Background: an optimization exercise with open tools, aiming at small area and a short achievable clock period. Do not read the settings as production practice. Where RTL was checked, it was by simulation tests only, not by an equivalence proof against the original. Power and IR drop assume default switching activity.

==> flow/design.v (excerpt) <==
module sab (
    input  wire        clk,
    input  wire        rst,         
    input  wire        ce,          
    input  wire        load,        
    input  wire        sub,         
    input  wire [13:0] a,
    input  wire [13:0] d,
    input  wire [13:0] b,
    input  wire [4:0]  ea,
    input  wire [4:0]  eb,
    input  wire        cfg_asign,
    input  wire        cfg_bsign,
    input  wire        cfg_preadd,
    input  wire        cfg_scaled,
    input  wire [5:0]  cfg_accexp,
    input  wire        cfg_accsat,
    input  wire [1:0]  cfg_ofmt,
    input  wire [5:0]  cfg_oshift,
    input  wire [1:0]  cfg_rmode,
    input  wire        cfg_osat,
    input  wire        cfg_osign,
    output reg  [41:0] out,
    output reg  [4:0]  oexp,
    output reg         satf,
    output reg         accov
);
For scale: about 310 flip-flops, ~130 I/O pins, about 0.033 mm^2 of cells after synthesis.
Settings: LEC_CHECK=0, CAP_MARGIN=20, CORE_MARGIN=2, CORE_UTILIZATION=40, PLACE_DENSITY=0.6, SLEW_MARGIN=20; clock period 16.0 ns.
run.sh (not shown) runs the stock make flow with config.mk's settings and CLKGATE_MAP_FILE= SYNTH_SCRIPT=/design/flow/synth_recipe.tcl, a recipe that flattens the netlist after the stock synthesis.
Rerun with:
--- a/flow/design.v
+++ b/flow/design.v
@@ -455,26 +455,26 @@
     wire m_s385 = m_c332 ^ m_s333 ^ m_s285;
     wire m_c386 = (m_c332 & m_s333) | (m_c332 & m_s285) | (m_s333 & m_s285);
     wire m_s387 = m_c334 ^ m_s335 ^ ~(pre_q[15] & b_y[11]);
     wire m_c388 = (m_c334 & m_s335) | (m_c334 & ~(pre_q[15] & b_y[11])) | (m_s335 & ~(pre_q[15] & b_y[11]));
     wire m_s389 = m_c336 ^ m_s337 ^ ~(pre_q[15] & b_y[12]);
     wire m_c390 = (m_c336 & m_s337) | (m_c336 & ~(pre_q[15] & b_y[12])) | (m_s337 & ~(pre_q[15] & b_y[12]));
     wire m_s391 = m_c338 ^ ~(pre_q[14] & b_y[14]) ^ ~(pre_q[15] & b_y[13]);
     wire m_c392 = (m_c338 & ~(pre_q[14] & b_y[14])) | (m_c338 & ~(pre_q[15] & b_y[13])) | (~(pre_q[14] & b_y[14]) & ~(pre_q[15] & b_y[13]));
     wire [29:0] m_ra = {m_c392, m_c390, m_c388, m_c386, m_c384, m_c382, m_c380, m_c378, m_c376, m_c374, m_c372, m_c370, m_c368, m_c366, m_c364, m_c362, m_c360, m_c358, m_c356, m_c354, m_c352, m_c350, m_c348, m_c346, m_c344, m_c342, m_c340, m_s339, (pre_q[0] & b_y[1]), (pre_q[0] & b_y[0])};
     wire [29:0] m_rb = {(pre_q[15] & b_y[14]), m_s391, m_s389, m_s387, m_s385, m_s383, m_s381, m_s379, m_s377, m_s375, m_s373, m_s371, m_s369, m_s367, m_s365, m_s363, m_s361, m_s359, m_s357, m_s355, m_s353, m_s351, m_s349, m_s347, m_s345, m_s343, m_s341, (pre_q[2] & b_y[0]), (pre_q[1] & b_y[0]), 1'b0};
     wire [29:0] prod_w = m_ra + m_rb;
-    wire signed [7:0] k_w  = $signed({2'b00, ep_q}) - $signed({2'b00, c_accexp});
-    wire        [6:0] sa_w = (k_w > 8'sd43)  ? 7'd0 :
-                             (k_w < -8'sd31) ? 7'd74 :
-                             7'd43 - k_w[6:0];
+    wire [6:0] ax43 = {1'b0, c_accexp} + 7'd43;
+    wire [6:0] sa_w = ({1'b0, ep_q} > ax43)             ? 7'd0 :
+                      ({1'b0, ep_q} + 7'd31 < {1'b0, c_accexp}) ? 7'd74 :
+                      ax43 - {1'b0, ep_q};
     reg  [29:0] prod_q;
     reg  [6:0]  sa_q;
     reg         load1_q;
     always @(posedge clk) begin
         if (rst) begin
             prod_q <= 30'd0; sa_q <= 7'd0; load1_q <= 1'b0;
         end else if (ce) begin
             prod_q  <= prod_w;
             sa_q    <= sa_w;
             load1_q <= load_q;
         end
Effect:
- The changed run ran to the end with no violations
- combinational power rises by 17%
- total power came out higher by 7.8%
- synthesized cell count increases by about 2.7%
- global-route usage grows by 1.3 points
- sequential power climbs by about 6%
- fmax grows by 7.7%
- design area increases by 3.1%
- worst setup slack is better by 0.55 ns
- first-iteration DRC count grows by about 10%
- worst hold slack is worse by 0.0058 ns
No functional check of the RTL was part of the first run of this note.

==> re-timing with driven ports <==
No port has a modelled driver above. Below, the same layouts with a new extraction and two added sets of constraints.
Step 1, drivers: a clkbuf_16 drives clk and a buf_2 each remaining input, both assumed.
Step 2 moves the port delays by t, midway between the first and last clock arrival at a register: inputs arrive t later, outputs are due t later. That takes back most of the time a late clock gives input paths.
Slacks: ideal / step 1 / step 2; pairs: ideal / step 1.
| run | t (ns) | setup WS [ns] | worst hold slack (ns) | slew at the worst register clock pin (ns) | pins driven straight from the clock port |
|---|---|---|---|---|---|
| the first run | 0.651 | 8.381 / 8.381 / 8.381 | 0.448 / 0.448 / 0.448 | 0.07 / 0.07 | 1 |
| the second run | 0.639 | 8.929 / 8.929 / 8.378 | 0.443 / 0.443 / 0.443 | 0.07 / 0.07 | 1 |
After both steps setup and hold are still met in every run listed. The setup slack of the second run, which loses most, moves by 0.000 ns with the drivers and by -0.551 ns with both steps.
